Context: an optimization exercise on an open-source flow, tuned for small area, a short achievable clock period and few clock cycles per item. The choices shown serve that exercise and are no tape-out recipe.

==> quartz <==
==> flow/design.v (excerpt) <==
module aes_core (
    input  wire         clk,
    input  wire         rst,          
    input  wire         key_load,     
    input  wire         key_len256,   
    input  wire [255:0] key_in,
    input  wire         start,        
    input  wire         decrypt,      
    input  wire [127:0] din,
    output wire         ready,
    output reg          done,         
    output wire [127:0] dout
);
export LEC_CHECK = 0
export CAP_MARGIN = 20
export CORE_MARGIN = 2
export CORE_UTILIZATION = 30
export SLEW_MARGIN = 20
create_clock -name core_clock -period 12.0 [get_ports {clk}]
standard.sh (not shown) runs the stock make flow with config.mk's settings and CLKGATE_MAP_FILE= SYNTH_SCRIPT=/design/flow/synth_recipe.tcl, a recipe that flattens the netlist after the stock synthesis.
==> flow/flow/run.sh <==
#!/bin/bash
# Layout flow: the standard flow (standard synthesis, floorplan, placement,
# CTS, routing) unchanged, except that timing repair aims for a setup slack of
# SETUP_SLACK_MARGIN ns (from flow/margin) instead of 0 against the 12 ns clock,
# so that the tools size and buffer the design for a shorter period.
set -euo pipefail
MARGIN=$(cat flow/margin)
echo "setup margin $MARGIN" > run.log
bash standard.sh SETUP_SLACK_MARGIN="$MARGIN" finish > standard.log 2>&1
echo "done" >> run.log
==> flow/flow/margin <==
8
==> inputs of violet, as changes to quartz <==
--- a/flow/design.v
+++ b/flow/design.v
@@ -378,28 +378,31 @@
         endcase
     endfunction
     reg  [255:0] k0;           
     reg  [255:0] klast;        
     reg          kl_valid;     
     reg          cur_k256;     
-    reg          sreg;
+    reg          sreg;         
+    reg          preg;         
     reg          dreg;
     reg  [127:0] din_r;
-    reg          v0, d0, k2560, x0, c0;
+    reg          ready_r;
+    reg  [127:0] dout_r;
+    reg          v0, d0, k2560, x0, p0, c0;
     reg  [3:0]   r0;
     reg  [127:0] s0;
     reg  [255:0] w0;
-    reg          v1, d1, k2561, x1, c1, l1;
+    reg          v1, d1, k2561, x1, p1, c1, l1;
     reg          kdec1, krot1, dnl1;
     reg  [3:0]   r1;
     reg  [7:0]   rcon1;
     reg  [16*SW-1:0] m1;
-    reg  [255:0] w1;           
+    reg  [255:0] w1;
     reg  [KW*4-1:0]  km1;
-    reg  [127:0] dout_r;
-    assign dout = dout_r;
+    assign dout  = dout_r;
+    assign ready = ready_r;
     wire [127:0] sh;           
     wire [16*SW-1:0] m_a;
     genvar gi;
     generate
         for (gi = 0; gi < 16; gi = gi + 1) begin : g_a
             localparam integer R  = gi % 4;
@@ -411,55 +414,51 @@
                 .a   (sh[127 - 8*gi -: 8]),
                 .dec (d0),
                 .m   (m_a[SW*gi +: SW])
             );
         end
     endgenerate
-    wire [31:0] ks_in = k2560 ? w0[31:0]
-                      : (d0 && !x0) ? (w0[159:128] ^ w0[191:160]) : w0[159:128];
+    wire        kdec_a = d0 && !x0;                  
+    wire [31:0] ks_in  = w0[31:0] ^ ((kdec_a && !k2560) ? w0[63:32] : 32'h0);
     wire [KW*4-1:0] km_a;
     generate
         for (gi = 0; gi < 4; gi = gi + 1) begin : g_ka
             aes_sbox_f_a u_ka (
                 .a (ks_in[31 - 8*gi -: 8]),
                 .m (km_a[KW*gi +: KW])
             );
         end
     endgenerate
     wire [3:0] r_next = r0 + 4'd1;
     wire       l_next = (r_next == (k2560 ? 4'd14 : 4'd10));
-    wire       kdec_a = d0 && !x0;
     wire       krot_a = !k2560 || r_next[0];
     reg  [3:0] rci;
     always @(*) begin
         case ({k2560, kdec_a})
-            2'b00:   rci = r_next;                        
+            2'b00:   rci = r_next + 4'd1;                 
             2'b10:   rci = (r_next + 4'd1) >> 1;          
-            2'b01:   rci = 4'd11 - r_next;                
+            2'b01:   rci = 4'd10 - r_next;                
             default: rci = (4'd15 - r_next) >> 1;         
         endcase
     end
-    wire [31:0] wa0 = w0[255:224], wa1 = w0[223:192], wa2 = w0[191:160], wa3 = w0[159:128];
-    wire [127:0] kp_a = kdec_a ? {wa0, wa1 ^ wa0, wa2 ^ wa1, wa3 ^ wa2}
-                               : {wa0, wa0 ^ wa1, wa0 ^ wa1 ^ wa2, wa0 ^ wa1 ^ wa2 ^ wa3};
     wire [31:0] ksub;
     generate
         for (gi = 0; gi < 4; gi = gi + 1) begin : g_kb
             aes_sbox_f_b u_kb (
                 .m (km1[KW*gi +: KW]),
                 .y (ksub[31 - 8*gi -: 8])
             );
         end
     endgenerate
-    wire [31:0] kg = krot1 ? ({ksub[23:0], ksub[31:24]} ^ {rcon1, 24'h0}) : ksub;
-    wire [31:0] kge = kdec1 ? 32'h0 : kg;
-    wire [127:0] kn = w1[255:128] ^ {kg, kge, kge, kge};
-    wire [31:0] kp0 = w1[255:224], kp1 = w1[223:192], kp2 = w1[191:160], kp3 = w1[159:128];
-    wire [127:0] ka = {kp0, kp0 ^ kp1, kp1 ^ kp2, kp2 ^ kp3};
-    wire [255:0] wn = {k2561 ? w1[127:0] : kn, kn};
-    wire [127:0] rk = wn[255:128];              
+    wire [31:0]  kg = krot1 ? ({ksub[23:0], ksub[31:24]} ^ {rcon1, 24'h0}) : ksub;
+    wire [127:0] ka = k2561 ? w1[255:128] : w1[127:0];
+    wire [31:0]  ka0 = ka[127:96], ka1 = ka[95:64], ka2 = ka[63:32], ka3 = ka[31:0];
+    wire [127:0] kn = kdec1 ? {ka0 ^ kg, ka1 ^ ka0, ka2 ^ ka1, ka3 ^ ka2}
+                            : {ka0 ^ kg, ka0 ^ ka1 ^ kg, ka0 ^ ka1 ^ ka2 ^ kg, ka0 ^ ka1 ^ ka2 ^ ka3 ^ kg};
+    wire [255:0] wn = {w1[127:0], kn};
+    wire [127:0] rk = w1[127:0];               
     wire [127:0] sb;
     generate
         for (gi = 0; gi < 16; gi = gi + 1) begin : g_b
             aes_sbox_ed_b u_sb (
                 .m   (m1[SW*gi +: SW]),
                 .dec (d1),
@@ -479,83 +478,102 @@
         for (gi = 0; gi < 4; gi = gi + 1) begin : g_mix2
             assign tm[127 - 32*gi -: 32] = mix_col(u[127 - 32*gi -: 32]);
         end
     endgenerate
     wire [127:0] vv = l1 ? u : tm;
     wire [127:0] y  = d1 ? vv : (vv ^ rk);
-    wire fin      = v1 && l1;                    
+    wire fin      = v1 && l1 && !p1;             
     wire res      = fin && !x1;                  
     wire expdone  = fin && x1;                   
-    wire pend     = (v0 && x0) || (v1 && x1);    
+    wire prepdone = v1 && p1;                    
     wire park     = sreg && dreg && !kl_valid;   
-    wire slotfree = !v0 || (l_next && !x0);
-    wire order    = v1 && !l1 && (k2561 != cur_k256);
-    assign ready  = slotfree && !pend && !park && !order;
-    wire acc_k    = key_load && ready && !rst;
-    wire acc_s    = start && ready && !rst;
+    wire acc_k    = key_load && ready_r && !rst;
+    wire acc_s    = start && ready_r && !rst;
     wire clr_cap  = acc_k || park;
     wire capture  = res && !d1 && c1 && !clr_cap;
-    wire [255:0] kl_new = {rk, ka};
+    wire [255:0] kl_new = {w1[127:0], w1[255:128]};
     wire [255:0] wnew = (dreg && kl_valid) ? klast : k0;
+    reg          v0n, d0n, k0n, x0n, p0n, c0n;
+    reg  [3:0]   r0n;
+    always @(*) begin
+        if (sreg) begin
+            v0n = 1'b1; d0n = dreg; k0n = cur_k256; x0n = park; p0n = 1'b0;
+            c0n = !dreg && !kl_valid && !acc_k; r0n = 4'd0;
+        end else if (preg) begin
+            v0n = 1'b1; d0n = 1'b0; k0n = 1'b0; x0n = 1'b0; p0n = 1'b1;
+            c0n = 1'b0; r0n = 4'd15;
+        end else if (expdone) begin
+            v0n = 1'b1; d0n = 1'b1; k0n = k2561; x0n = 1'b0; p0n = 1'b0;
+            c0n = 1'b0; r0n = 4'd0;
+        end else begin
+            v0n = v1 && !l1 && !p1; d0n = d1; k0n = k2561; x0n = x1; p0n = p1;
+            c0n = c1 && !clr_cap; r0n = r1;
+        end
+        if (rst) v0n = 1'b0;
+    end
+    wire v1n   = v0 && !rst;
+    wire sregn = acc_s;
+    wire pregn = acc_k && !key_len256;
+    wire klvn  = !(rst || acc_k || park) && (kl_valid || capture || expdone);
+    wire k256n = acc_k ? key_len256 : cur_k256;
+    wire [3:0] rnn   = r0n + 4'd1;
+    wire slotfree_n  = !v0n || ((rnn == (k0n ? 4'd14 : 4'd10)) && !x0n && !p0n);
+    wire pend_n      = (v0n && x0n) || (v1n && x0);
+    wire park_n      = sregn && decrypt && !klvn;
+    wire prep_n      = pregn || (v0n && p0n);
+    wire order_n     = v1n && !l_next && (k2560 != k256n);
     always @(posedge clk) begin
-        sreg  <= acc_s;
-        dreg  <= decrypt;
-        din_r <= din;
+        sreg    <= sregn;
+        preg    <= pregn;
+        dreg    <= decrypt;
+        din_r   <= din;
+        ready_r <= slotfree_n && !pend_n && !park_n && !prep_n && !order_n;
         if (acc_k) begin
-            k0       <= key_in;
+            k0       <= key_len256 ? key_in : {key_in[255:128], key_in[255:128]};
             cur_k256 <= key_len256;
+        end else if (prepdone) begin
+            k0[127:0] <= kn;
         end
-        v1    <= v0 && !rst;
+        kl_valid <= klvn;
+        v1    <= v1n;
         d1    <= d0;
         k2561 <= k2560;
         x1    <= x0;
+        p1    <= p0;
         c1    <= c0 && !clr_cap;
         r1    <= r_next;
         l1    <= l_next;
         kdec1 <= kdec_a;
         krot1 <= krot_a;
         rcon1 <= rcon_of(rci);
         dnl1  <= d0 && !l_next;
         m1    <= m_a;
         km1   <= km_a;
-        w1    <= {kp_a, w0[127:0]};
+        w1    <= w0;
         dout_r <= y;
         done   <= res && !rst;
+        v0     <= v0n;
+        d0     <= d0n;
+        k2560  <= k0n;
+        x0     <= x0n;
+        p0     <= p0n;
+        c0     <= c0n;
+        r0     <= r0n;
         if (sreg) begin
-            v0    <= !rst;
-            d0    <= dreg;
-            k2560 <= cur_k256;
-            x0    <= park;
-            c0    <= !dreg && !kl_valid && !acc_k;
-            r0    <= 4'd0;
-            s0    <= din_r ^ wnew[255:128];
-            w0    <= wnew;
+            s0 <= din_r ^ wnew[255:128];
+            w0 <= wnew;
+        end else if (preg) begin
+            w0 <= k0;
         end else if (expdone) begin
-            v0    <= !rst;
-            d0    <= 1'b1;
-            k2560 <= k2561;
-            x0    <= 1'b0;
-            c0    <= 1'b0;
-            r0    <= 4'd0;
-            s0    <= klast[127:0] ^ rk;
-            w0    <= kl_new;
+            s0 <= klast[127:0] ^ rk;
+            w0 <= kl_new;
         end else begin
-            v0    <= v1 && !l1 && !rst;
-            d0    <= d1;
-            k2560 <= k2561;
-            x0    <= x1;
-            c0    <= c1 && !clr_cap;
-            r0    <= r1;
-            s0    <= y;
-            w0    <= wn;
+            s0 <= y;
+            w0 <= wn;
         end
         if (park) begin
             klast[127:0] <= din_r;
         end else if (capture || expdone) begin
             klast <= kl_new;
         end
-        if (rst || acc_k || park)
-            kl_valid <= 1'b0;
-        else if (capture || expdone)
-            kl_valid <= 1'b1;
     end
 endmodule
Settings changed: CAP_MARGIN 20 to 30, SLEW_MARGIN 20 to 30.
==> comparison <==
Against quartz, the clock skew of violet is higher by 0.054 ns.
Against violet, the hold slack of quartz is higher by 0.019 ns.
Between violet and quartz, the lower fmax is in quartz (gap 19%, measured against quartz).
Against quartz, the via count of violet is lower by 5.0%.
Between quartz and violet, the lower cell area is in violet (gap 1.1%, measured against violet).
First-iteration DRC count: violet is lower than quartz (12%).
Of quartz and violet, violet has the higher clock-buffer cell count (gap 18).
Register-to-register slack: violet is higher than quartz (0.84 ns).
Between violet and quartz, the lower critical path depth is in violet (gap 3).
violet went through all stages and came out clean. quartz finished with max-capacitance violations, max-slew violations left.
Against violet, the final cell count of quartz is higher by about 1.3%.
==> figures <==
item                                                                                          quartz       violet
Status                                                                    complete, but fails checks  no timing/DRC/antenna violations
Layout check failures                                max-capacitance violations, max-slew violations            -
Final cell count without fillers                                                              18,200       18,000
Post-Layout Inst Area                                                                    161,000 µm²  160,000 µm²
Worst R2R Path Depth                                                                              18           15
Cell area reported after detailed placement                                              122,000 µm²  125,000 µm²
Number of clock buffers in the layout                                                            270          288
Global-route usage over all layers                                                             0.305        0.258
Highest attainable clock frequency                                                         0.188 GHz    0.224 GHz
Number of instances in the synthesized netlist                                                11,400       11,200
Last element of the critical path                                                             s0[61]       s0[35]
Final GP Congestion                                                                             1.08        0.995
Wire length on met3                                                                          68.8 mm      50.6 mm
Slack of the critical path                                                                   6.69 ns      7.53 ns
Fraction of standard cell area in multi-input logic                                            0.518        0.524
Beginning of the worst hold path                                                              w0[47]      w0[211]
Share of cell area taken by muxes after synthesis                                             0.0531       0.0631
Layout multi-input combinational cell count                                                    8,766        8,608
# diodes                                                                                          40           63
Clock-cell share of area                                                                      0.0441       0.0429
Footprint of the multi-input gates                                                        83,600 µm²   83,700 µm²
Function was not checked in any run of this note: the RTL went through the layout flow alone.

separate check: timing with driven ports:
The flow's constraints put no driver on any port. The routed layouts listed below were extracted and timed again, unchanged, in two steps. Step 1: set_driving_cell puts a clkbuf_16 on clk and a buf_2 on each other input, an assumption about the parent block. Step 2, shift: input delay + t, output delay - t, t = (earliest + latest rising clock arrival at the registers) / 2. This alone moves slack from input paths to output paths. a / b / c = ideal ports / drivers / drivers and shift; a / b = the first two.
run | shift t [ns] | setup slack, ns | worst data-port slew with drivers (ns)
quartz | 1.002 | 6.690 / 6.690 / 6.690 | 0.11
violet | 1.042 | 7.534 / 7.534 / 7.018 | 0.32
For violet, which loses most, drivers alone change the setup slack by 0.000 ns; drivers and shift together by -0.516 ns.
